What follows belongs to an exercise in optimizing a design on an open flow for small area, a short achievable clock period and few clock cycles per item; a production flow would make more cautious choices.
The RTL was checked by simulation tests, not by an equivalence proof against the original design.

==> flow/design.v (outline; a module is shown in full before it is edited, if it fits) <==
// module layer_blend: 1071 lines
// module lb_fa: 4 lines
// module lb_ha: 4 lines
module layer_blend (
    input  wire        clk,
    input  wire        rst,
    input  wire        cfg_we,
    input  wire        cfg_addr,
    input  wire [31:0] cfg_wdata,
    input  wire        in_valid,
    output wire        in_ready,
    input  wire [11:0] fg_y,
    input  wire [11:0] fg_cb,
    input  wire [11:0] fg_cr,
    input  wire [10:0] fg_a,
    input  wire [11:0] key_y,
    input  wire [11:0] bg_y,
    input  wire [11:0] bg_cb,
    input  wire [11:0] bg_cr,
    output reg         out_valid,
    input  wire        out_ready,
    output reg  [11:0] out_y,
    output reg  [11:0] out_cb,
    output reg  [11:0] out_cr
);
  // ...
==> flow/run.sh <==
#!/bin/bash
# synth_recipe.tcl (not shown) runs the flow's synth.tcl, then flattens the netlist and writes it again
# the make line also repeats each setting of config.mk as NAME=value (left out here)
make -C /OpenROAD-flow-scripts/flow DESIGN_CONFIG=/design/flow/config.mk WORK_HOME=/design/flow/orfs CLKGATE_MAP_FILE= SYNTH_SCRIPT=/design/flow/synth_recipe.tcl finish
==> flow/config.mk <==
export PLATFORM = sky130hd
export DESIGN_NAME = layer_blend
export DESIGN_NICKNAME = layer_blend
export VERILOG_FILES = /design/flow/design.v
export SDC_FILE = /design/flow/constraint.sdc
export NUM_CORES = 4
export LEC_CHECK = 0
export CAP_MARGIN = 20
export CORE_MARGIN = 2
export CORE_UTILIZATION = 40
export SLEW_MARGIN = 20
export SYNTH_HIERARCHICAL = 1
export SYNTH_MINIMUM_KEEP_SIZE = 0
==> flow/constraint.sdc <==
create_clock -name core_clock -period 95.0 [get_ports {clk}]
set_input_delay 19.0000 -clock core_clock [delete_from_list [all_inputs] [get_ports {clk}]]
set_output_delay 19.0000 -clock core_clock [all_outputs]
set_load 0.01 [all_outputs]
==> impl_metrics.py, run 1 <==
metrics = {
    "outcome": {
        "status": "no timing/DRC/antenna violations",
    },
    "sta": {
        "max_slew_margin": 0.2017,
        "worst_pin_slew_ns": 1.183,
        "hold_viol": 0,
    },
    "cells_and_area": {
        "nets": 4654,
        "regArea_um2": 11150,
        "multi_input_gates": 2966,
        "buffers": 234,
    },
    "route": {
        "viasPerCell": 5.237,
        "vias": 26688,
    },
    "floorplan": {
        "initial_core_util": 0.4021,
        "pin_count": 171,
    },
    "setup_path": {
        "endpoint": "out_y[3]",
        "crit_path_end_kind": "output port",
    },
    "clocking": {
        "clkTransAtPathRegs_ns": 0.06,
        "clkLatencyLatePin_ns": 0.61,
    },
    "yosys": {
        "yosysWarnings": 7,
        "netlist-cell-type-count": 106,
    },
    "min_path": {
        "hold_class": "register to register",
        "hold_depth": 0,
        "hp-start": "r1_fy[11]",
    },
    "global_route": {
        "grtUsageMet1": 0.2808,
        "gr-max-usage-layer": "met2",
    },
}
Testbench counts, summed over its fixed seeds: cycles 24,768, items 24,576.
==> inputs of run 2 (changes only) <==
--- a/flow/design.v
+++ b/flow/design.v
@@ -54,23 +54,23 @@
     wire push    = v2 && go;
     wire pop     = vh && out_ready;
     wire v0_n = r0_free ? in_valid : v0;
     wire v1_n = r1_free ? v0 : v1;
     wire v2_n = r2_free ? v1 : v2;
     wire vh_n = (!vh || pop) ? (vs || push) : vh;
     wire vs_n = vs ? !(!vh || pop) : (push && vh && !pop);
     assign in_ready = rdy;
-    reg [11:0] r0_fy, r0_fcb, r0_fcr, r0_by, r0_bcb, r0_bcr, r0_key;
-    reg [10:0] r0_fa;
+    reg [11:0] r0_fy, r0_fcb, r0_fcr, r0_by, r0_bcb, r0_bcr;
+    reg [11:0] r0_key;     
     always @(posedge clk) begin
         if (r0_free) begin
             r0_fy  <= fg_y;  r0_fcb <= fg_cb; r0_fcr <= fg_cr;
             r0_by  <= bg_y;  r0_bcb <= bg_cb; r0_bcr <= bg_cr;
-            r0_fa  <= fg_a;  r0_key <= key_y;
+            r0_key <= (asrc == 2'b01) ? {1'b0, fg_a} : key_y;
         end
     end
     wire [11:0] r     = key_hi - key_lo;
     wire        below = r0_key < key_lo;
     wire        above = r0_key >= key_hi;
     wire [11:0] pos   = r0_key - key_lo;
     reg  [11:0] rem1;
     reg  [5:0]  qa;
@@ -80,224 +80,257 @@
         rem1 = pos;
         for (i = 5; i >= 0; i = i - 1) begin
             t1    = {rem1, 1'b0} - {1'b0, r};
             qa[i] = !t1[12] || rem1[11];
             rem1  = qa[i] ? t1[11:0] : {rem1[10:0], 1'b0};
         end
     end
     reg [11:0] r1_fy, r1_fcb, r1_fcr, r1_by, r1_bcb, r1_bcr;
-    reg [11:0] r1_rem;
-    reg [10:0] r1_fa;
+    reg [11:0] r1_rem;     
     reg [5:0]  r1_qa;
     reg        r1_below, r1_above;
     always @(posedge clk) begin
         if (r1_free) begin
             r1_fy  <= r0_fy;  r1_fcb <= r0_fcb; r1_fcr <= r0_fcr;
             r1_by  <= r0_by;  r1_bcb <= r0_bcb; r1_bcr <= r0_bcr;
-            r1_rem <= rem1;
-            r1_fa  <= r0_fa;   r1_qa  <= qa;
+            r1_rem <= (asrc == 2'b01) ? r0_key : rem1;   r1_qa  <= qa;
             r1_below <= below; r1_above <= above;
         end
     end
     reg  [11:0] rem2;
     reg  [4:0]  qb;
     reg  [12:0] t2;
     integer k;
     always @(*) begin
         rem2 = r1_rem;
         for (k = 4; k >= 0; k = k - 1) begin
             t2    = {rem2, 1'b0} - {1'b0, r};
             qb[k] = !t2[12] || rem2[11];
             rem2  = qb[k] ? t2[11:0] : {rem2[10:0], 1'b0};
         end
     end
-    wire [10:0] q   = {1'b0, r1_qa, qb[4:1]} + {10'd0, qb[0]};
-    wire [10:0] a_k = r1_below ? 11'd0 : r1_above ? 11'd1024 : q;
-    reg [10:0] a_p;
+    reg [9:0] b;
+    reg       b10, rb;
     always @(*) begin
+        b   = 10'd0;
+        b10 = 1'b0;
+        rb  = 1'b0;
         case (asrc)
-            2'b01:   a_p = r1_fa;
-            2'b10:   a_p = key_inv ? (11'd1024 - a_k) : a_k;
-            default: a_p = 11'd1024;
+            2'b01: begin
+                b   = r1_rem[9:0];
+                b10 = r1_rem[10];
+            end
+            2'b10: begin
+                if (r1_below || r1_above)
+                    b10 = r1_above ^ key_inv;
+                else begin
+                    b  = {r1_qa, qb[4:1]} ^ {10{key_inv}};
+                    rb = qb[0] ^ key_inv;
+                end
+            end
+            default: b10 = 1'b1;
         endcase
     end
     reg [11:0] r2_fy, r2_fcb, r2_fcr, r2_by, r2_bcb, r2_bcr;
-    reg [10:0] r2_ap;
+    reg [9:0]  r2_b;
+    reg        r2_b10, r2_rb;
     always @(posedge clk) begin
         if (r2_free) begin
             r2_fy  <= r1_fy;  r2_fcb <= r1_fcb; r2_fcr <= r1_fcr;
             r2_by  <= r1_by;  r2_bcb <= r1_bcb; r2_bcr <= r1_bcr;
-            r2_ap  <= a_p;
+            r2_b   <= b;
+            r2_b10 <= b10;
+            r2_rb  <= rb;
         end
     end
     wire       g10  = galpha[10];
     wire [9:0] g_lo = galpha[10] ? 10'd0 : galpha[9:0];
     wire ga_1, ga_2;
-    lb_fa ga_1_fa (.a((g_lo[0] & r2_ap[9])), .b((g_lo[1] & r2_ap[8])), .c((g_lo[2] & r2_ap[7])), .s(ga_1), .co(ga_2));
+    lb_ha ga_1_ha (.a((g_lo[0] & r2_b[8])), .b((g_lo[1] & r2_b[7])), .s(ga_1), .co(ga_2));
     wire ga_3, ga_4;
-    lb_fa ga_3_fa (.a((g_lo[1] & r2_ap[9])), .b((g_lo[2] & r2_ap[8])), .c((g_lo[3] & r2_ap[7])), .s(ga_3), .co(ga_4));
+    lb_fa ga_3_fa (.a((g_lo[0] & r2_b[9])), .b((g_lo[1] & r2_b[8])), .c((g_lo[2] & r2_b[7])), .s(ga_3), .co(ga_4));
     wire ga_5, ga_6;
-    lb_ha ga_5_ha (.a((g_lo[2] & r2_ap[9])), .b((g_lo[3] & r2_ap[8])), .s(ga_5), .co(ga_6));
+    lb_fa ga_5_fa (.a((g_lo[3] & r2_b[6])), .b((g_lo[4] & r2_b[5])), .c((g_lo[5] & r2_b[4])), .s(ga_5), .co(ga_6));
     wire ga_7, ga_8;
-    lb_ha ga_7_ha (.a((g_lo[0] & r2_ap[6])), .b((g_lo[1] & r2_ap[5])), .s(ga_7), .co(ga_8));
+    lb_fa ga_7_fa (.a((g_lo[1] & r2_b[9])), .b((g_lo[2] & r2_b[8])), .c((g_lo[3] & r2_b[7])), .s(ga_7), .co(ga_8));
     wire ga_9, ga_10;
-    lb_fa ga_9_fa (.a((g_lo[0] & r2_ap[7])), .b((g_lo[1] & r2_ap[6])), .c((g_lo[2] & r2_ap[5])), .s(ga_9), .co(ga_10));
+    lb_fa ga_9_fa (.a((g_lo[4] & r2_b[6])), .b((g_lo[5] & r2_b[5])), .c((g_lo[6] & r2_b[4])), .s(ga_9), .co(ga_10));
     wire ga_11, ga_12;
-    lb_ha ga_11_ha (.a((g_lo[3] & r2_ap[4])), .b((g_lo[4] & r2_ap[3])), .s(ga_11), .co(ga_12));
+    lb_fa ga_11_fa (.a((g_lo[2] & r2_b[9])), .b((g_lo[3] & r2_b[8])), .c((g_lo[4] & r2_b[7])), .s(ga_11), .co(ga_12));
     wire ga_13, ga_14;
-    lb_fa ga_13_fa (.a((g_lo[0] & r2_ap[8])), .b((g_lo[1] & r2_ap[7])), .c((g_lo[2] & r2_ap[6])), .s(ga_13), .co(ga_14));
+    lb_ha ga_13_ha (.a((g_lo[0] & r2_b[5])), .b((g_lo[1] & r2_b[4])), .s(ga_13), .co(ga_14));
     wire ga_15, ga_16;
-    lb_fa ga_15_fa (.a((g_lo[3] & r2_ap[5])), .b((g_lo[4] & r2_ap[4])), .c((g_lo[5] & r2_ap[3])), .s(ga_15), .co(ga_16));
+    lb_fa ga_15_fa (.a((g_lo[0] & r2_b[6])), .b((g_lo[1] & r2_b[5])), .c((g_lo[2] & r2_b[4])), .s(ga_15), .co(ga_16));
     wire ga_17, ga_18;
-    lb_ha ga_17_ha (.a((g_lo[6] & r2_ap[2])), .b((g_lo[7] & r2_ap[1])), .s(ga_17), .co(ga_18));
+    lb_ha ga_17_ha (.a((g_lo[3] & r2_b[3])), .b((g_lo[4] & r2_b[2])), .s(ga_17), .co(ga_18));
     wire ga_19, ga_20;
-    lb_fa ga_19_fa (.a(ga_1), .b((g_lo[3] & r2_ap[6])), .c((g_lo[4] & r2_ap[5])), .s(ga_19), .co(ga_20));
+    lb_fa ga_19_fa (.a((g_lo[0] & r2_b[7])), .b((g_lo[1] & r2_b[6])), .c((g_lo[2] & r2_b[5])), .s(ga_19), .co(ga_20));
     wire ga_21, ga_22;
-    lb_fa ga_21_fa (.a((g_lo[5] & r2_ap[4])), .b((g_lo[6] & r2_ap[3])), .c((g_lo[7] & r2_ap[2])), .s(ga_21), .co(ga_22));
+    lb_fa ga_21_fa (.a((g_lo[3] & r2_b[4])), .b((g_lo[4] & r2_b[3])), .c((g_lo[5] & r2_b[2])), .s(ga_21), .co(ga_22));
     wire ga_23, ga_24;
-    lb_fa ga_23_fa (.a((g_lo[8] & r2_ap[1])), .b((g_lo[9] & r2_ap[0])), .c(1'b1), .s(ga_23), .co(ga_24));
+    lb_ha ga_23_ha (.a((g_lo[6] & r2_b[1])), .b((g_lo[7] & r2_b[0])), .s(ga_23), .co(ga_24));
     wire ga_25, ga_26;
-    lb_fa ga_25_fa (.a(ga_2), .b(ga_3), .c((g_lo[4] & r2_ap[6])), .s(ga_25), .co(ga_26));
+    lb_fa ga_25_fa (.a(ga_1), .b((g_lo[2] & r2_b[6])), .c((g_lo[3] & r2_b[5])), .s(ga_25), .co(ga_26));
     wire ga_27, ga_28;
-    lb_fa ga_27_fa (.a((g_lo[5] & r2_ap[5])), .b((g_lo[6] & r2_ap[4])), .c((g_lo[7] & r2_ap[3])), .s(ga_27), .co(ga_28));
+    lb_fa ga_27_fa (.a((g_lo[4] & r2_b[4])), .b((g_lo[5] & r2_b[3])), .c((g_lo[6] & r2_b[2])), .s(ga_27), .co(ga_28));
     wire ga_29, ga_30;
-    lb_fa ga_29_fa (.a((g_lo[8] & r2_ap[2])), .b((g_lo[9] & r2_ap[1])), .c(((g10 & r2_ap[0]) | (r2_ap[10] & g_lo[0]))), .s(ga_29), .co(ga_30));
+    lb_fa ga_29_fa (.a((g_lo[7] & r2_b[1])), .b((g_lo[8] & r2_b[0])), .c((g_lo[8] & r2_rb)), .s(ga_29), .co(ga_30));
     wire ga_31, ga_32;
-    lb_fa ga_31_fa (.a(ga_4), .b(ga_5), .c((g_lo[4] & r2_ap[7])), .s(ga_31), .co(ga_32));
+    lb_fa ga_31_fa (.a(ga_2), .b(ga_3), .c(ga_5), .s(ga_31), .co(ga_32));
     wire ga_33, ga_34;
-    lb_fa ga_33_fa (.a((g_lo[5] & r2_ap[6])), .b((g_lo[6] & r2_ap[5])), .c((g_lo[7] & r2_ap[4])), .s(ga_33), .co(ga_34));
+    lb_fa ga_33_fa (.a((g_lo[6] & r2_b[3])), .b((g_lo[7] & r2_b[2])), .c((g_lo[8] & r2_b[1])), .s(ga_33), .co(ga_34));
     wire ga_35, ga_36;
-    lb_fa ga_35_fa (.a((g_lo[8] & r2_ap[3])), .b((g_lo[9] & r2_ap[2])), .c(((g10 & r2_ap[1]) | (r2_ap[10] & g_lo[1]))), .s(ga_35), .co(ga_36));
+    lb_fa ga_35_fa (.a((g_lo[9] & r2_b[0])), .b((g_lo[9] & r2_rb)), .c(1'b1), .s(ga_35), .co(ga_36));
     wire ga_37, ga_38;
-    lb_fa ga_37_fa (.a(ga_6), .b((g_lo[3] & r2_ap[9])), .c((g_lo[4] & r2_ap[8])), .s(ga_37), .co(ga_38));
+    lb_fa ga_37_fa (.a(ga_4), .b(ga_6), .c(ga_7), .s(ga_37), .co(ga_38));
     wire ga_39, ga_40;
-    lb_fa ga_39_fa (.a((g_lo[5] & r2_ap[7])), .b((g_lo[6] & r2_ap[6])), .c((g_lo[7] & r2_ap[5])), .s(ga_39), .co(ga_40));
+    lb_fa ga_39_fa (.a(ga_9), .b((g_lo[7] & r2_b[3])), .c((g_lo[8] & r2_b[2])), .s(ga_39), .co(ga_40));
     wire ga_41, ga_42;
-    lb_fa ga_41_fa (.a((g_lo[8] & r2_ap[4])), .b((g_lo[9] & r2_ap[3])), .c(((g10 & r2_ap[2]) | (r2_ap[10] & g_lo[2]))), .s(ga_41), .co(ga_42));
+    lb_fa ga_41_fa (.a((g_lo[9] & r2_b[1])), .b(((g10 & r2_b[0]) | (r2_b10 & g_lo[0]))), .c((g10 & r2_rb)), .s(ga_41), .co(ga_42));
     wire ga_43, ga_44;
-    lb_fa ga_43_fa (.a((g_lo[4] & r2_ap[9])), .b((g_lo[5] & r2_ap[8])), .c((g_lo[6] & r2_ap[7])), .s(ga_43), .co(ga_44));
+    lb_fa ga_43_fa (.a(ga_8), .b(ga_10), .c(ga_11), .s(ga_43), .co(ga_44));
     wire ga_45, ga_46;
-    lb_fa ga_45_fa (.a((g_lo[7] & r2_ap[6])), .b((g_lo[8] & r2_ap[5])), .c((g_lo[9] & r2_ap[4])), .s(ga_45), .co(ga_46));
+    lb_fa ga_45_fa (.a((g_lo[5] & r2_b[6])), .b((g_lo[6] & r2_b[5])), .c((g_lo[7] & r2_b[4])), .s(ga_45), .co(ga_46));
     wire ga_47, ga_48;
-    lb_fa ga_47_fa (.a((g_lo[5] & r2_ap[9])), .b((g_lo[6] & r2_ap[8])), .c((g_lo[7] & r2_ap[7])), .s(ga_47), .co(ga_48));
+    lb_fa ga_47_fa (.a((g_lo[8] & r2_b[3])), .b((g_lo[9] & r2_b[2])), .c(((g10 & r2_b[1]) | (r2_b10 & g_lo[1]))), .s(ga_47), .co(ga_48));
     wire ga_49, ga_50;
-    lb_ha ga_49_ha (.a((g_lo[0] & r2_ap[4])), .b((g_lo[1] & r2_ap[3])), .s(ga_49), .co(ga_50));
+    lb_fa ga_49_fa (.a(ga_12), .b((g_lo[3] & r2_b[9])), .c((g_lo[4] & r2_b[8])), .s(ga_49), .co(ga_50));
     wire ga_51, ga_52;
-    lb_fa ga_51_fa (.a((g_lo[0] & r2_ap[5])), .b((g_lo[1] & r2_ap[4])), .c((g_lo[2] & r2_ap[3])), .s(ga_51), .co(ga_52));
+    lb_fa ga_51_fa (.a((g_lo[5] & r2_b[7])), .b((g_lo[6] & r2_b[6])), .c((g_lo[7] & r2_b[5])), .s(ga_51), .co(ga_52));
     wire ga_53, ga_54;
-    lb_ha ga_53_ha (.a((g_lo[3] & r2_ap[2])), .b((g_lo[4] & r2_ap[1])), .s(ga_53), .co(ga_54));
+    lb_fa ga_53_fa (.a((g_lo[8] & r2_b[4])), .b((g_lo[9] & r2_b[3])), .c(((g10 & r2_b[2]) | (r2_b10 & g_lo[2]))), .s(ga_53), .co(ga_54));
     wire ga_55, ga_56;
-    lb_fa ga_55_fa (.a(ga_7), .b((g_lo[2] & r2_ap[4])), .c((g_lo[3] & r2_ap[3])), .s(ga_55), .co(ga_56));
+    lb_fa ga_55_fa (.a((g_lo[4] & r2_b[9])), .b((g_lo[5] & r2_b[8])), .c((g_lo[6] & r2_b[7])), .s(ga_55), .co(ga_56));
     wire ga_57, ga_58;
-    lb_fa ga_57_fa (.a((g_lo[4] & r2_ap[2])), .b((g_lo[5] & r2_ap[1])), .c((g_lo[6] & r2_ap[0])), .s(ga_57), .co(ga_58));
+    lb_fa ga_57_fa (.a((g_lo[7] & r2_b[6])), .b((g_lo[8] & r2_b[5])), .c((g_lo[9] & r2_b[4])), .s(ga_57), .co(ga_58));
     wire ga_59, ga_60;
-    lb_fa ga_59_fa (.a(ga_8), .b(ga_9), .c(ga_11), .s(ga_59), .co(ga_60));
+    lb_fa ga_59_fa (.a((g_lo[5] & r2_b[9])), .b((g_lo[6] & r2_b[8])), .c((g_lo[7] & r2_b[7])), .s(ga_59), .co(ga_60));
     wire ga_61, ga_62;
-    lb_fa ga_61_fa (.a((g_lo[5] & r2_ap[2])), .b((g_lo[6] & r2_ap[1])), .c((g_lo[7] & r2_ap[0])), .s(ga_61), .co(ga_62));
+    lb_ha ga_61_ha (.a((g_lo[0] & r2_b[3])), .b((g_lo[1] & r2_b[2])), .s(ga_61), .co(ga_62));
     wire ga_63, ga_64;
-    lb_fa ga_63_fa (.a(ga_10), .b(ga_12), .c(ga_13), .s(ga_63), .co(ga_64));
+    lb_fa ga_63_fa (.a((g_lo[0] & r2_b[4])), .b((g_lo[1] & r2_b[3])), .c((g_lo[2] & r2_b[2])), .s(ga_63), .co(ga_64));
     wire ga_65, ga_66;
-    lb_fa ga_65_fa (.a(ga_15), .b(ga_17), .c((g_lo[8] & r2_ap[0])), .s(ga_65), .co(ga_66));
+    lb_ha ga_65_ha (.a((g_lo[3] & r2_b[1])), .b((g_lo[4] & r2_b[0])), .s(ga_65), .co(ga_66));
     wire ga_67, ga_68;
-    lb_fa ga_67_fa (.a(ga_14), .b(ga_16), .c(ga_18), .s(ga_67), .co(ga_68));
+    lb_fa ga_67_fa (.a(ga_13), .b((g_lo[2] & r2_b[3])), .c((g_lo[3] & r2_b[2])), .s(ga_67), .co(ga_68));
     wire ga_69, ga_70;
-    lb_fa ga_69_fa (.a(ga_19), .b(ga_21), .c(ga_23), .s(ga_69), .co(ga_70));
+    lb_fa ga_69_fa (.a((g_lo[4] & r2_b[1])), .b((g_lo[5] & r2_b[0])), .c((g_lo[5] & r2_rb)), .s(ga_69), .co(ga_70));
     wire ga_71, ga_72;
-    lb_fa ga_71_fa (.a(ga_20), .b(ga_22), .c(ga_24), .s(ga_71), .co(ga_72));
+    lb_fa ga_71_fa (.a(ga_14), .b(ga_15), .c(ga_17), .s(ga_71), .co(ga_72));
     wire ga_73, ga_74;
-    lb_fa ga_73_fa (.a(ga_25), .b(ga_27), .c(ga_29), .s(ga_73), .co(ga_74));
+    lb_fa ga_73_fa (.a((g_lo[5] & r2_b[1])), .b((g_lo[6] & r2_b[0])), .c((g_lo[6] & r2_rb)), .s(ga_73), .co(ga_74));
     wire ga_75, ga_76;
-    lb_fa ga_75_fa (.a(ga_26), .b(ga_28), .c(ga_30), .s(ga_75), .co(ga_76));
+    lb_fa ga_75_fa (.a(ga_16), .b(ga_18), .c(ga_19), .s(ga_75), .co(ga_76));
     wire ga_77, ga_78;
-    lb_fa ga_77_fa (.a(ga_31), .b(ga_33), .c(ga_35), .s(ga_77), .co(ga_78));
+    lb_fa ga_77_fa (.a(ga_21), .b(ga_23), .c((g_lo[7] & r2_rb)), .s(ga_77), .co(ga_78));
     wire ga_79, ga_80;
-    lb_fa ga_79_fa (.a(ga_32), .b(ga_34), .c(ga_36), .s(ga_79), .co(ga_80));
+    lb_fa ga_79_fa (.a(ga_20), .b(ga_22), .c(ga_24), .s(ga_79), .co(ga_80));
     wire ga_81, ga_82;
-    lb_fa ga_81_fa (.a(ga_37), .b(ga_39), .c(ga_41), .s(ga_81), .co(ga_82));
+    lb_fa ga_81_fa (.a(ga_25), .b(ga_27), .c(ga_29), .s(ga_81), .co(ga_82));
     wire ga_83, ga_84;
-    lb_fa ga_83_fa (.a(ga_38), .b(ga_40), .c(ga_42), .s(ga_83), .co(ga_84));
+    lb_fa ga_83_fa (.a(ga_26), .b(ga_28), .c(ga_30), .s(ga_83), .co(ga_84));
     wire ga_85, ga_86;
-    lb_fa ga_85_fa (.a(ga_43), .b(ga_45), .c(((g10 & r2_ap[3]) | (r2_ap[10] & g_lo[3]))), .s(ga_85), .co(ga_86));
+    lb_fa ga_85_fa (.a(ga_31), .b(ga_33), .c(ga_35), .s(ga_85), .co(ga_86));
     wire ga_87, ga_88;
-    lb_fa ga_87_fa (.a(ga_44), .b(ga_46), .c(ga_47), .s(ga_87), .co(ga_88));
+    lb_fa ga_87_fa (.a(ga_32), .b(ga_34), .c(ga_36), .s(ga_87), .co(ga_88));
     wire ga_89, ga_90;
-    lb_fa ga_89_fa (.a((g_lo[8] & r2_ap[6])), .b((g_lo[9] & r2_ap[5])), .c(((g10 & r2_ap[4]) | (r2_ap[10] & g_lo[4]))), .s(ga_89), .co(ga_90));
+    lb_fa ga_89_fa (.a(ga_37), .b(ga_39), .c(ga_41), .s(ga_89), .co(ga_90));
     wire ga_91, ga_92;
-    lb_fa ga_91_fa (.a(ga_48), .b((g_lo[6] & r2_ap[9])), .c((g_lo[7] & r2_ap[8])), .s(ga_91), .co(ga_92));
+    lb_fa ga_91_fa (.a(ga_38), .b(ga_40), .c(ga_42), .s(ga_91), .co(ga_92));
     wire ga_93, ga_94;
-    lb_fa ga_93_fa (.a((g_lo[8] & r2_ap[7])), .b((g_lo[9] & r2_ap[6])), .c(((g10 & r2_ap[5]) | (r2_ap[10] & g_lo[5]))), .s(ga_93), .co(ga_94));
+    lb_fa ga_93_fa (.a(ga_43), .b(ga_45), .c(ga_47), .s(ga_93), .co(ga_94));
     wire ga_95, ga_96;
-    lb_fa ga_95_fa (.a((g_lo[7] & r2_ap[9])), .b((g_lo[8] & r2_ap[8])), .c((g_lo[9] & r2_ap[7])), .s(ga_95), .co(ga_96));
+    lb_fa ga_95_fa (.a(ga_44), .b(ga_46), .c(ga_48), .s(ga_95), .co(ga_96));
     wire ga_97, ga_98;
-    lb_ha ga_97_ha (.a((g_lo[0] & r2_ap[3])), .b((g_lo[1] & r2_ap[2])), .s(ga_97), .co(ga_98));
+    lb_fa ga_97_fa (.a(ga_49), .b(ga_51), .c(ga_53), .s(ga_97), .co(ga_98));
     wire ga_99, ga_100;
-    lb_fa ga_99_fa (.a(ga_49), .b((g_lo[2] & r2_ap[2])), .c((g_lo[3] & r2_ap[1])), .s(ga_99), .co(ga_100));
+    lb_fa ga_99_fa (.a(ga_50), .b(ga_52), .c(ga_54), .s(ga_99), .co(ga_100));
     wire ga_101, ga_102;
-    lb_fa ga_101_fa (.a(ga_50), .b(ga_51), .c(ga_53), .s(ga_101), .co(ga_102));
+    lb_fa ga_101_fa (.a(ga_55), .b(ga_57), .c(((g10 & r2_b[3]) | (r2_b10 & g_lo[3]))), .s(ga_101), .co(ga_102));
     wire ga_103, ga_104;
-    lb_fa ga_103_fa (.a(ga_52), .b(ga_54), .c(ga_55), .s(ga_103), .co(ga_104));
+    lb_fa ga_103_fa (.a(ga_56), .b(ga_58), .c(ga_59), .s(ga_103), .co(ga_104));
     wire ga_105, ga_106;
-    lb_fa ga_105_fa (.a(ga_56), .b(ga_58), .c(ga_59), .s(ga_105), .co(ga_106));
+    lb_fa ga_105_fa (.a((g_lo[8] & r2_b[6])), .b((g_lo[9] & r2_b[5])), .c(((g10 & r2_b[4]) | (r2_b10 & g_lo[4]))), .s(ga_105), .co(ga_106));
     wire ga_107, ga_108;
-    lb_fa ga_107_fa (.a(ga_60), .b(ga_62), .c(ga_63), .s(ga_107), .co(ga_108));
+    lb_fa ga_107_fa (.a(ga_60), .b((g_lo[6] & r2_b[9])), .c((g_lo[7] & r2_b[8])), .s(ga_107), .co(ga_108));
     wire ga_109, ga_110;
-    lb_fa ga_109_fa (.a(ga_64), .b(ga_66), .c(ga_67), .s(ga_109), .co(ga_110));
+    lb_fa ga_109_fa (.a((g_lo[8] & r2_b[7])), .b((g_lo[9] & r2_b[6])), .c(((g10 & r2_b[5]) | (r2_b10 & g_lo[5]))), .s(ga_109), .co(ga_110));
     wire ga_111, ga_112;
-    lb_fa ga_111_fa (.a(ga_68), .b(ga_70), .c(ga_71), .s(ga_111), .co(ga_112));
+    lb_fa ga_111_fa (.a((g_lo[7] & r2_b[9])), .b((g_lo[8] & r2_b[8])), .c((g_lo[9] & r2_b[7])), .s(ga_111), .co(ga_112));
     wire ga_113, ga_114;
-    lb_fa ga_113_fa (.a(ga_72), .b(ga_74), .c(ga_75), .s(ga_113), .co(ga_114));
+    lb_ha ga_113_ha (.a((g_lo[0] & r2_b[2])), .b((g_lo[1] & r2_b[1])), .s(ga_113), .co(ga_114));
     wire ga_115, ga_116;
-    lb_fa ga_115_fa (.a(ga_76), .b(ga_78), .c(ga_79), .s(ga_115), .co(ga_116));
+    lb_fa ga_115_fa (.a(ga_61), .b((g_lo[2] & r2_b[1])), .c((g_lo[3] & r2_b[0])), .s(ga_115), .co(ga_116));
     wire ga_117, ga_118;
-    lb_fa ga_117_fa (.a(ga_80), .b(ga_82), .c(ga_83), .s(ga_117), .co(ga_118));
+    lb_fa ga_117_fa (.a(ga_62), .b(ga_63), .c(ga_65), .s(ga_117), .co(ga_118));
     wire ga_119, ga_120;
-    lb_fa ga_119_fa (.a(ga_84), .b(ga_86), .c(ga_87), .s(ga_119), .co(ga_120));
+    lb_fa ga_119_fa (.a(ga_64), .b(ga_66), .c(ga_67), .s(ga_119), .co(ga_120));
     wire ga_121, ga_122;
-    lb_fa ga_121_fa (.a(ga_88), .b(ga_90), .c(ga_91), .s(ga_121), .co(ga_122));
+    lb_fa ga_121_fa (.a(ga_68), .b(ga_70), .c(ga_71), .s(ga_121), .co(ga_122));
     wire ga_123, ga_124;
-    lb_fa ga_123_fa (.a(ga_92), .b(ga_94), .c(ga_95), .s(ga_123), .co(ga_124));
+    lb_fa ga_123_fa (.a(ga_72), .b(ga_74), .c(ga_75), .s(ga_123), .co(ga_124));
     wire ga_125, ga_126;
-    lb_fa ga_125_fa (.a(ga_96), .b((g_lo[8] & r2_ap[9])), .c((g_lo[9] & r2_ap[8])), .s(ga_125), .co(ga_126));
+    lb_fa ga_125_fa (.a(ga_76), .b(ga_78), .c(ga_79), .s(ga_125), .co(ga_126));
     wire ga_127, ga_128;
-    lb_ha ga_127_ha (.a((g_lo[0] & r2_ap[2])), .b((g_lo[1] & r2_ap[1])), .s(ga_127), .co(ga_128));
+    lb_fa ga_127_fa (.a(ga_80), .b(ga_82), .c(ga_83), .s(ga_127), .co(ga_128));
     wire ga_129, ga_130;
-    lb_fa ga_129_fa (.a(ga_97), .b((g_lo[2] & r2_ap[1])), .c((g_lo[3] & r2_ap[0])), .s(ga_129), .co(ga_130));
+    lb_fa ga_129_fa (.a(ga_84), .b(ga_86), .c(ga_87), .s(ga_129), .co(ga_130));
     wire ga_131, ga_132;
-    lb_fa ga_131_fa (.a(ga_98), .b(ga_99), .c((g_lo[4] & r2_ap[0])), .s(ga_131), .co(ga_132));
+    lb_fa ga_131_fa (.a(ga_88), .b(ga_90), .c(ga_91), .s(ga_131), .co(ga_132));
     wire ga_133, ga_134;
-    lb_fa ga_133_fa (.a(ga_100), .b(ga_101), .c((g_lo[5] & r2_ap[0])), .s(ga_133), .co(ga_134));
+    lb_fa ga_133_fa (.a(ga_92), .b(ga_94), .c(ga_95), .s(ga_133), .co(ga_134));
     wire ga_135, ga_136;
-    lb_fa ga_135_fa (.a(ga_102), .b(ga_103), .c(ga_57), .s(ga_135), .co(ga_136));
+    lb_fa ga_135_fa (.a(ga_96), .b(ga_98), .c(ga_99), .s(ga_135), .co(ga_136));
     wire ga_137, ga_138;
-    lb_fa ga_137_fa (.a(ga_104), .b(ga_105), .c(ga_61), .s(ga_137), .co(ga_138));
+    lb_fa ga_137_fa (.a(ga_100), .b(ga_102), .c(ga_103), .s(ga_137), .co(ga_138));
     wire ga_139, ga_140;
-    lb_fa ga_139_fa (.a(ga_106), .b(ga_107), .c(ga_65), .s(ga_139), .co(ga_140));
+    lb_fa ga_139_fa (.a(ga_104), .b(ga_106), .c(ga_107), .s(ga_139), .co(ga_140));
     wire ga_141, ga_142;
-    lb_fa ga_141_fa (.a(ga_108), .b(ga_109), .c(ga_69), .s(ga_141), .co(ga_142));
+    lb_fa ga_141_fa (.a(ga_108), .b(ga_110), .c(ga_111), .s(ga_141), .co(ga_142));
     wire ga_143, ga_144;
-    lb_fa ga_143_fa (.a(ga_110), .b(ga_111), .c(ga_73), .s(ga_143), .co(ga_144));
+    lb_fa ga_143_fa (.a(ga_112), .b((g_lo[8] & r2_b[9])), .c((g_lo[9] & r2_b[8])), .s(ga_143), .co(ga_144));
     wire ga_145, ga_146;
-    lb_fa ga_145_fa (.a(ga_112), .b(ga_113), .c(ga_77), .s(ga_145), .co(ga_146));
+    lb_ha ga_145_ha (.a((g_lo[0] & r2_b[1])), .b((g_lo[1] & r2_b[0])), .s(ga_145), .co(ga_146));
     wire ga_147, ga_148;
-    lb_fa ga_147_fa (.a(ga_114), .b(ga_115), .c(ga_81), .s(ga_147), .co(ga_148));
+    lb_fa ga_147_fa (.a(ga_113), .b((g_lo[2] & r2_b[0])), .c((g_lo[2] & r2_rb)), .s(ga_147), .co(ga_148));
     wire ga_149, ga_150;
-    lb_fa ga_149_fa (.a(ga_116), .b(ga_117), .c(ga_85), .s(ga_149), .co(ga_150));
+    lb_fa ga_149_fa (.a(ga_114), .b(ga_115), .c((g_lo[3] & r2_rb)), .s(ga_149), .co(ga_150));
     wire ga_151, ga_152;
-    lb_fa ga_151_fa (.a(ga_118), .b(ga_119), .c(ga_89), .s(ga_151), .co(ga_152));
+    lb_fa ga_151_fa (.a(ga_116), .b(ga_117), .c((g_lo[4] & r2_rb)), .s(ga_151), .co(ga_152));
     wire ga_153, ga_154;
-    lb_fa ga_153_fa (.a(ga_120), .b(ga_121), .c(ga_93), .s(ga_153), .co(ga_154));
+    lb_fa ga_153_fa (.a(ga_118), .b(ga_119), .c(ga_69), .s(ga_153), .co(ga_154));
     wire ga_155, ga_156;
-    lb_fa ga_155_fa (.a(ga_122), .b(ga_123), .c(((g10 & r2_ap[6]) | (r2_ap[10] & g_lo[6]))), .s(ga_155), .co(ga_156));
+    lb_fa ga_155_fa (.a(ga_120), .b(ga_121), .c(ga_73), .s(ga_155), .co(ga_156));
     wire ga_157, ga_158;
-    lb_fa ga_157_fa (.a(ga_124), .b(ga_125), .c(((g10 & r2_ap[7]) | (r2_ap[10] & g_lo[7]))), .s(ga_157), .co(ga_158));
+    lb_fa ga_157_fa (.a(ga_122), .b(ga_123), .c(ga_77), .s(ga_157), .co(ga_158));
     wire ga_159, ga_160;
-    lb_fa ga_159_fa (.a(ga_126), .b((g_lo[9] & r2_ap[9])), .c(((g10 & r2_ap[8]) | (r2_ap[10] & g_lo[8]))), .s(ga_159), .co(ga_160));
-    wire [20:0] ga_x = {(g10 & r2_ap[10]), ga_160, ga_158, ga_156, ga_154, ga_152, ga_150, ga_148, ga_146, ga_144, ga_142, ga_140, ga_138, ga_136, ga_134, ga_132, ga_130, ga_128, ga_127, (g_lo[0] & r2_ap[1]), (g_lo[0] & r2_ap[0])};
-    wire [20:0] ga_y = {1'b0, ((g10 & r2_ap[9]) | (r2_ap[10] & g_lo[9])), ga_159, ga_157, ga_155, ga_153, ga_151, ga_149, ga_147, ga_145, ga_143, ga_141, ga_139, ga_137, ga_135, ga_133, ga_131, ga_129, (g_lo[2] & r2_ap[0]), (g_lo[1] & r2_ap[0]), 1'b0};
+    lb_fa ga_159_fa (.a(ga_124), .b(ga_125), .c(ga_81), .s(ga_159), .co(ga_160));
+    wire ga_161, ga_162;
+    lb_fa ga_161_fa (.a(ga_126), .b(ga_127), .c(ga_85), .s(ga_161), .co(ga_162));
+    wire ga_163, ga_164;
+    lb_fa ga_163_fa (.a(ga_128), .b(ga_129), .c(ga_89), .s(ga_163), .co(ga_164));
+    wire ga_165, ga_166;
+    lb_fa ga_165_fa (.a(ga_130), .b(ga_131), .c(ga_93), .s(ga_165), .co(ga_166));
+    wire ga_167, ga_168;
+    lb_fa ga_167_fa (.a(ga_132), .b(ga_133), .c(ga_97), .s(ga_167), .co(ga_168));
+    wire ga_169, ga_170;
+    lb_fa ga_169_fa (.a(ga_134), .b(ga_135), .c(ga_101), .s(ga_169), .co(ga_170));
+    wire ga_171, ga_172;
+    lb_fa ga_171_fa (.a(ga_136), .b(ga_137), .c(ga_105), .s(ga_171), .co(ga_172));
+    wire ga_173, ga_174;
+    lb_fa ga_173_fa (.a(ga_138), .b(ga_139), .c(ga_109), .s(ga_173), .co(ga_174));
+    wire ga_175, ga_176;
+    lb_fa ga_175_fa (.a(ga_140), .b(ga_141), .c(((g10 & r2_b[6]) | (r2_b10 & g_lo[6]))), .s(ga_175), .co(ga_176));
+    wire ga_177, ga_178;
+    lb_fa ga_177_fa (.a(ga_142), .b(ga_143), .c(((g10 & r2_b[7]) | (r2_b10 & g_lo[7]))), .s(ga_177), .co(ga_178));
+    wire ga_179, ga_180;
+    lb_fa ga_179_fa (.a(ga_144), .b((g_lo[9] & r2_b[9])), .c(((g10 & r2_b[8]) | (r2_b10 & g_lo[8]))), .s(ga_179), .co(ga_180));
+    wire [20:0] ga_x = {(g10 & r2_b10), ga_180, ga_178, ga_176, ga_174, ga_172, ga_170, ga_168, ga_166, ga_164, ga_162, ga_160, ga_158, ga_156, ga_154, ga_152, ga_150, ga_148, ga_146, ga_145, (g_lo[0] & r2_b[0])};
+    wire [20:0] ga_y = {1'b0, ((g10 & r2_b[9]) | (r2_b10 & g_lo[9])), ga_179, ga_177, ga_175, ga_173, ga_171, ga_169, ga_167, ga_165, ga_163, ga_161, ga_159, ga_157, ga_155, ga_153, ga_151, ga_149, ga_147, (g_lo[1] & r2_rb), (g_lo[0] & r2_rb)};
     wire [20:0] ga   = ga_x + ga_y;
     wire [10:0] a    = ga[20:10];
     wire [10:0] m    = premul ? (11'd1024 - a) : a;
     wire [12:0] by_d    = premul ? ({1'b0, r2_by} - 13'd256) : ({1'b0, r2_fy} - {1'b0, r2_by});
     wire [11:0] by_base = premul ? r2_fy : r2_by;
     wire byt_1, byt_2;
     lb_fa byt_1_fa (.a((by_d[9] & m[0])), .b((by_d[8] & m[1])), .c((by_d[7] & m[2])), .s(byt_1), .co(byt_2));
     wire byt_3, byt_4;
==> run 2 against run 1 <==
Still clean. First-iteration DRC count shrank 0.36%. Utilization about the same. Critical path type unchanged. Critical endpoint is now out_valid. Largest cell class unchanged.
==> impl_metrics.py, run 2 <==
metrics = {
    "setup_path": {
        "crit_buf_inv": 1,
        "path_class": "register to output port",
        "crit_required_ns": 76.00,
        "crit_family": "buffers and inverters",
        "crit_path_end_kind": "output port",
        "slowest_stage": "clkdlybuf4s50_1",
        "cpPeakStageDelay_ns": 0.56,
        "path_cells": "clkdlybuf4s50_1",
        "startpoint": "vh",
        "reg2regPathDepth": 87,
        "worst_ep_arrival_time_ns": 1.53,
        "worstReg2RegStart": "key_lo[1]",
        "crit_fanout": 2,
        "timing.rr.end": "r1_rem[9]",
        "r2r_slack_ns": 75.40,
        "critPathLaunchType": "register",
        "cp.depth": 1,
    },
    "yosys": {
        "yosysWarnings": 7,
        "synth_top_area_cell": "edfxtp_1",
        "synth_most_common_cell": "nor2_1",
        "ys_ff_latch": 377,
        "syn_inst": 3692,
        "synth_top_area_frac": 0.2403,
        "ys_seq_area_frac": 0.2841,
        "synth_area_leaders": "edfxtp_1, fa_1, ha_1",
        "netlist-cell-type-count": 107,
        "syn-cell-area_um2": 37000,
        "synth_common_cells": "nor2_1, fa_1, ha_1, edfxtp_1, nand2_1",
        "yosys_most_used_dff": "edfxtp_1",
        "avgSynthCellArea_um2": 10.02,
        "async_reset_ff_frac": 0,
        "synth-edff-count": 296,
    },
    "route": {
        "totalWireLength_um": 91200,
        "vias": 26822,
        "drt_iter0_drc": 1681,
        "viasPerCell": 5.344,
        "dr.pass1.iters": 7,
        "routedWlPerCell_um": 18.17,
        "antenna_left": 0,
        "drc": 0,
    },
    "flow_run": {
        "maxCapViolations": 0,
    },
    "sta": {
        "slew_violations": 0,
        "worst_pin_slew_ns": 1.021,
        "max_slew_margin": 0.3192,
        "fmax_ghz": 0.04871,
        "tns_ns": 0,
        "finalCritPeriodShare": 0.2161,
        "rsz0062_at_grt": "no",
        "fin_crit_ns": 20.53,
        "setup_viol": 0,
        "skew_ns": 0.04082,
        "hold_viol": 0,
    },
    "global_route": {
        "grt_pass1_vias": 26908,
        "antenna_found_initial": 3,
        "grt_max_degree": 119,
        "grt_usage": 0.1966,
        "gr-total-overflow": 0,
        "grt_pass1_wl_um": 148400,
    },
    "clocking": {
        "numCtsBuffers": 43,
        "clock_sinks": 377,
        "cts_root_buffer": "clkbuf_16",
        "cts_setup_buffers": 0,
        "clkTransAtPathRegs_ns": 0.06,
        "cts_max_level": 2,
        "cts-hold-fix-buffers": 0,
        "clkLatencyLatePin_ns": 0.63,
        "cts_resized": 0,
        "tritoncts": "built",
        "clockBufferDepth": 3,
    },
    "min_path": {
        "hold_depth": 0,
        "hp-start": "r0_bcb[7]",
        "hold_class": "register to register",
        "min_to": "r1_bcb[7]",
    },
    "placed_design": {
        "dp_hpwl_um": 69500,
        "numPortBuffers": 164,
        "place.gp.congestion": 0.8323,
    },
    "cells_and_area": {
        "layout_common_cells": "nor2_1, fa_1, ha_1, edfxtp_1, nand2_1",
        "final_common_cell": "nor2_1",
        "largest_register_ffs": 36,
        "largest_register": "s_q",
        "nets": 4650,
        "drive_above_1_share": 0.06500,
        "fillers": 8706,
        "area_delta_synth_final_pct": 12.28,
    },
    "floorplan": {
        "die_y_um": 308.1,
        "dieArea_um2": 94940,
        "initial_core_util": 0.4036,
        "rows": 111,
        "coreArea_um2": 91660,
        "pin_count": 171,
        "die_x_um": 308.1,
    },
    "outcome": {
        "status": "no timing/DRC/antenna violations",
    },
}
run 2: how the worst max path moves through the flow:
stage	end	slack [ns]
final	out_valid	74.47
after global routing	r1_rem[9]	73.86
after CTS	out_y[8]	74.44
after detailed placement	vh	74.08
after global placement	vh	74.07
after floorplan	out_cb[0]	74.64
run 2: modules after synthesis, one instance, submodules excluded:
module,cells,flip-flops and latches
lb_fa,1,0
lb_ha,1,0
layer_blend,3239,377
run 2: stage by stage:
stage / cell area [um^2] / utilization / setup slack [ns] / hold slack, ns / std cells
after floorplan: 37020 / - / 74.64 / 0.4003 / 3698
after global placement: 40120 / 0.4377 / 74.07 / 0.4008 / 4937
after detailed placement: 40130 / 0.4378 / 74.08 / 0.4045 / 4937
after CTS: 41520 / 0.4530 / 74.44 / 0.3785 / 5017
after global routing: 41530 / 0.4531 / 73.86 / 0.3904 / 5017
final: 41540 / 0.4532 / 74.47 / 0.3850 / 5019
run 2: kinds of logic (layout without fill, tap and decap cells):
logic type | count (synthesis) | after routing | synth area share
other cells | 1 | 9 | 0.0001014
flops | 377 | 377 | 0.2841
compound gates | 712 | 712 | 0.1266
fa+ha+maj | 731 | 731 | 0.3322
buf+inv | 344 | 477 | 0.03575
simple gates | 1286 | 1286 | 0.1599
xor+xnor | 189 | 189 | 0.04545
mux | 52 | 52 | 0.01589
run 2: per-layer routing:
metal	GRT usage	vias up	routed length (um)
met3	0.03010	99	5240
met2	0.2960	582	39210
met4	0.04061	4	1588
met5	0	-	26
li1	-	12915	-
met1	0.2983	13222	45140
run 2: cell type report:
class	instances	area, um^2	area share
antenna	2	5.005	0.0001205
clock buffer	54	1200	0.02889
sequential	377	10520	0.2531
multi-input combinational	2977	25360	0.6104
timing repair buffer	235	2175	0.05235
tap	1186	1484	0.03572
inverter	162	613.1	0.01476
clock inverter	26	191.4	0.004608
Testbench counts of run 2, summed over its fixed seeds: cycles 24,768, items 24,576.
==> inputs of run 3 (changes only) <==
==> flow/flow/run.sh (new file) <==
#!/bin/bash
# The standard layout, with plain buf_2 cells as the port buffers instead of
# the delay buffers that buffer_ports picks by default.
set -euo pipefail
export BUFFER_PORTS_ARGS="-buffer_cell sky130_fd_sc_hd__buf_2"
bash standard.sh > standard_flow.log 2>&1
==> flow/standard.sh (new file) <==
#!/bin/bash
# synth_recipe.tcl (not shown) runs the flow's synth.tcl, then flattens the netlist and writes it again
# the make line also repeats each setting of config.mk as NAME=value (left out here)
make -C /OpenROAD-flow-scripts/flow DESIGN_CONFIG=/design/flow/config.mk WORK_HOME=/design/flow/orfs CLKGATE_MAP_FILE= SYNTH_SCRIPT=/design/flow/synth_recipe.tcl "${@:-finish}"
removed: flow/run.sh
==> run 3 against run 2 <==
Sequential share of layout area rose by 0.47 points. Utilization fell by 0.82 points. Clock skew fell by 0.0025 ns. Flip-flop and latch count did not move. Worst setup slack improved by 0.40 ns. Die area did not move. Critical path depth did not move. Critical endpoint is now out_y[11].
==> impl_metrics.py, run 3 <==
metrics = {
    "sta": {
        "tns_ns": 0,
        "finalCritPeriodShare": 0.2120,
        "hold_viol": 0,
        "fin_crit_ns": 20.14,
        "worst_pin_slew_ns": 0.9658,
        "setup_viol": 0,
        "rsz0062_at_grt": "no",
        "fmax_ghz": 0.04966,
        "slew_violations": 0,
        "max_slew_margin": 0.3561,
        "timing.hold.ws_ns": 0.3867,
        "skew_ns": 0.03829,
    },
    "floorplan": {
        "die_x_um": 308.1,
        "dieArea_um2": 94940,
        "pin_count": 171,
        "die_y_um": 308.1,
        "coreArea_um2": 91660,
        "rows": 111,
        "initial_core_util": 0.4036,
    },
    "cells_and_area": {
        "regArea_um2": 10520,
        "layout_common_cells": "nor2_1, fa_1, ha_1, edfxtp_1, nand2_1",
        "area_delta_synth_final_pct": 10.24,
        "largest_register_ffs": 36,
        "final_util": 0.4449,
        "nets": 4652,
        "drive_above_1_share": 0.1091,
        "fillers": 8784,
        "largest_register": "s_q",
        "multiInputGateArea_um2": 25370,
        "final_common_cell": "nor2_1",
    },
    "global_route": {
        "grt_pass1_vias": 27140,
        "grt_max_degree": 113,
        "antenna_found_initial": 10,
        "grt_usage": 0.1982,
        "grt_pass1_wl_um": 149800,
        "gr-total-overflow": 0,
    },
    "setup_path": {
        "path_cells": "buf_2",
        "crit_family": "flip-flops",
        "cpPeakStageDelay_ns": 0.36,
        "path_class": "register to output port",
        "crit_fanout": 1,
        "slowest_stage": "edfxtp_1",
        "worst_ep_arrival_time_ns": 1.14,
        "crit_path_end_kind": "output port",
        "crit_required_ns": 76.00,
        "critPathLaunchType": "register",
        "crit_buf_inv": 1,
    },
    "min_path": {
        "hold_class": "register to register",
    },
    "clocking": {
        "cts_root_buffer": "clkbuf_16",
        "tritoncts": "built",
        "numCtsBuffers": 43,
        "cts-hold-fix-buffers": 0,
        "cts_setup_buffers": 0,
        "clkLatencyLatePin_ns": 0.62,
        "cts_max_level": 2,
        "clockBufferDepth": 3,
        "cts_resized": 0,
        "clkTransAtPathRegs_ns": 0.06,
        "clock_sinks": 377,
    },
    "route": {
        "drc": 0,
        "dr.pass1.iters": 6,
        "totalWireLength_um": 91770,
        "drt_iter0_drc": 1850,
        "antenna_left": 0,
        "vias": 26970,
        "routedWlPerCell_um": 18.29,
        "viasPerCell": 5.374,
    },
    "yosys": {
        "synth_top_area_cell": "edfxtp_1",
        "synth_top_area_frac": 0.2403,
        "yosysWarnings": 7,
        "async_reset_ff_frac": 0,
        "syn_inst": 3692,
        "ys_ff_latch": 377,
        "synth_common_cells": "nor2_1, fa_1, ha_1, edfxtp_1, nand2_1",
        "synth-edff-count": 296,
        "synth_most_common_cell": "nor2_1",
        "syn-cell-area_um2": 37000,
        "yosys_most_used_dff": "edfxtp_1",
        "ys_seq_area_frac": 0.2841,
        "avgSynthCellArea_um2": 10.02,
        "synth_area_leaders": "edfxtp_1, fa_1, ha_1",
        "netlist-cell-type-count": 107,
    },
    "placed_design": {
        "dp_hpwl_um": 69270,
        "numPortBuffers": 164,
        "place.gp.congestion": 0.8632,
    },
    "flow_run": {
        "maxCapViolations": 0,
    },
    "outcome": {
        "status": "no timing/DRC/antenna violations",
    },
}
[run 3: Yosys stat by module (local to each module, per instance)]
module       times used  cells
layer_blend           1   3239
lb_fa               415      1
lb_ha                38      1
[run 3: final timing paths]
check	cells after the start	endpoint	start	slack (ns)
worst max-delay path	1	out_y[11]	out_y[11]	74.86
worst min-delay path	0	r1_fy[9]	r0_fy[9]	0.39
worst max register to register	87	r1_rem[9]	key_lo[1]	75.42
worst min register to register	0	r1_fy[9]	r0_fy[9]	0.39
[run 3: cell families after synthesis]
kind of cell / Yosys count / share of synthesized area
AOI/OAI and AO/OA: 712 / 0.1266
xor gates and xnor gates: 189 / 0.04545
adders and majority gates: 731 / 0.3322
buffers and inverters: 344 / 0.03575
DFF: 377 / 0.2841
muxes: 52 / 0.01589
other: 1 / 0.0001014
and+or+nand+nor: 1286 / 0.1599
[run 3: through the flow]
step                std cells  instance area (um^2)  setup WS, ns
global placement         4939                 39330         74.74
detailed placement       4939                 39340         74.74
finish                   5019                 40780         74.86
floorplan                3698                 37020         74.64
global route             5019                 40780         73.66
CTS                      5018                 40770         74.82
[run 3: layer usage]
| layer | GRT usage | vias to the layer above | wire, um |
|---|---|---|---|
| li1 | - | 12934 | - |
| met1 | 0.2962 | 13292 | 44750 |
| met2 | 0.2971 | 610 | 39640 |
| met3 | 0.03298 | 118 | 5117 |
| met4 | 0.05082 | 16 | 2166 |
| met5 | 0 | - | 98 |
[run 3: final cells by class]
type	count	share of cell area
timing repair buffer	237	0.03356
tap	1186	0.03638
clock inverter	29	0.007792
clock buffer	50	0.02727
sequential	377	0.2578
antenna	1	0.00006136
inverter	162	0.01503
multi-input combinational	2977	0.6221

[port drivers added, routing unchanged]
The results above use ideal ports. As a check the final layouts listed here were re-extracted and re-timed, cells and wires unchanged.
Step 1, drivers: a clkbuf_16 drives clk and a buf_2 each remaining input, both assumed.
Step 2 times the ports against the registers' clock, not the clock port: input delays grow and output delays shrink by t, the midpoint of the rising clock arrivals with the driver on.
Three values: no drivers, after step 1, after step 2; two values: the first two.
| run | t, ns | setup WS [ns] | worst hold slack (ns) | worst setup path at the end | cell pins on the clock port's net |
|---|---|---|---|---|---|
| run 1 | 0.661 | 74.512 / 74.445 / 74.251 | 0.406 / 0.406 / 0.406 | input to register | 1 |
| run 2 | 0.672 | 74.469 / 74.403 / 74.378 | 0.385 / 0.385 / 0.385 | input to register | 1 |
| run 3 | 0.667 | 74.864 / 74.798 / 74.693 | 0.387 / 0.387 / 0.387 | input to register | 1 |
After both steps setup and hold are still met in every run listed. For run 1, which loses most, drivers alone change the setup slack by -0.067 ns; drivers and shift together by -0.261 ns.
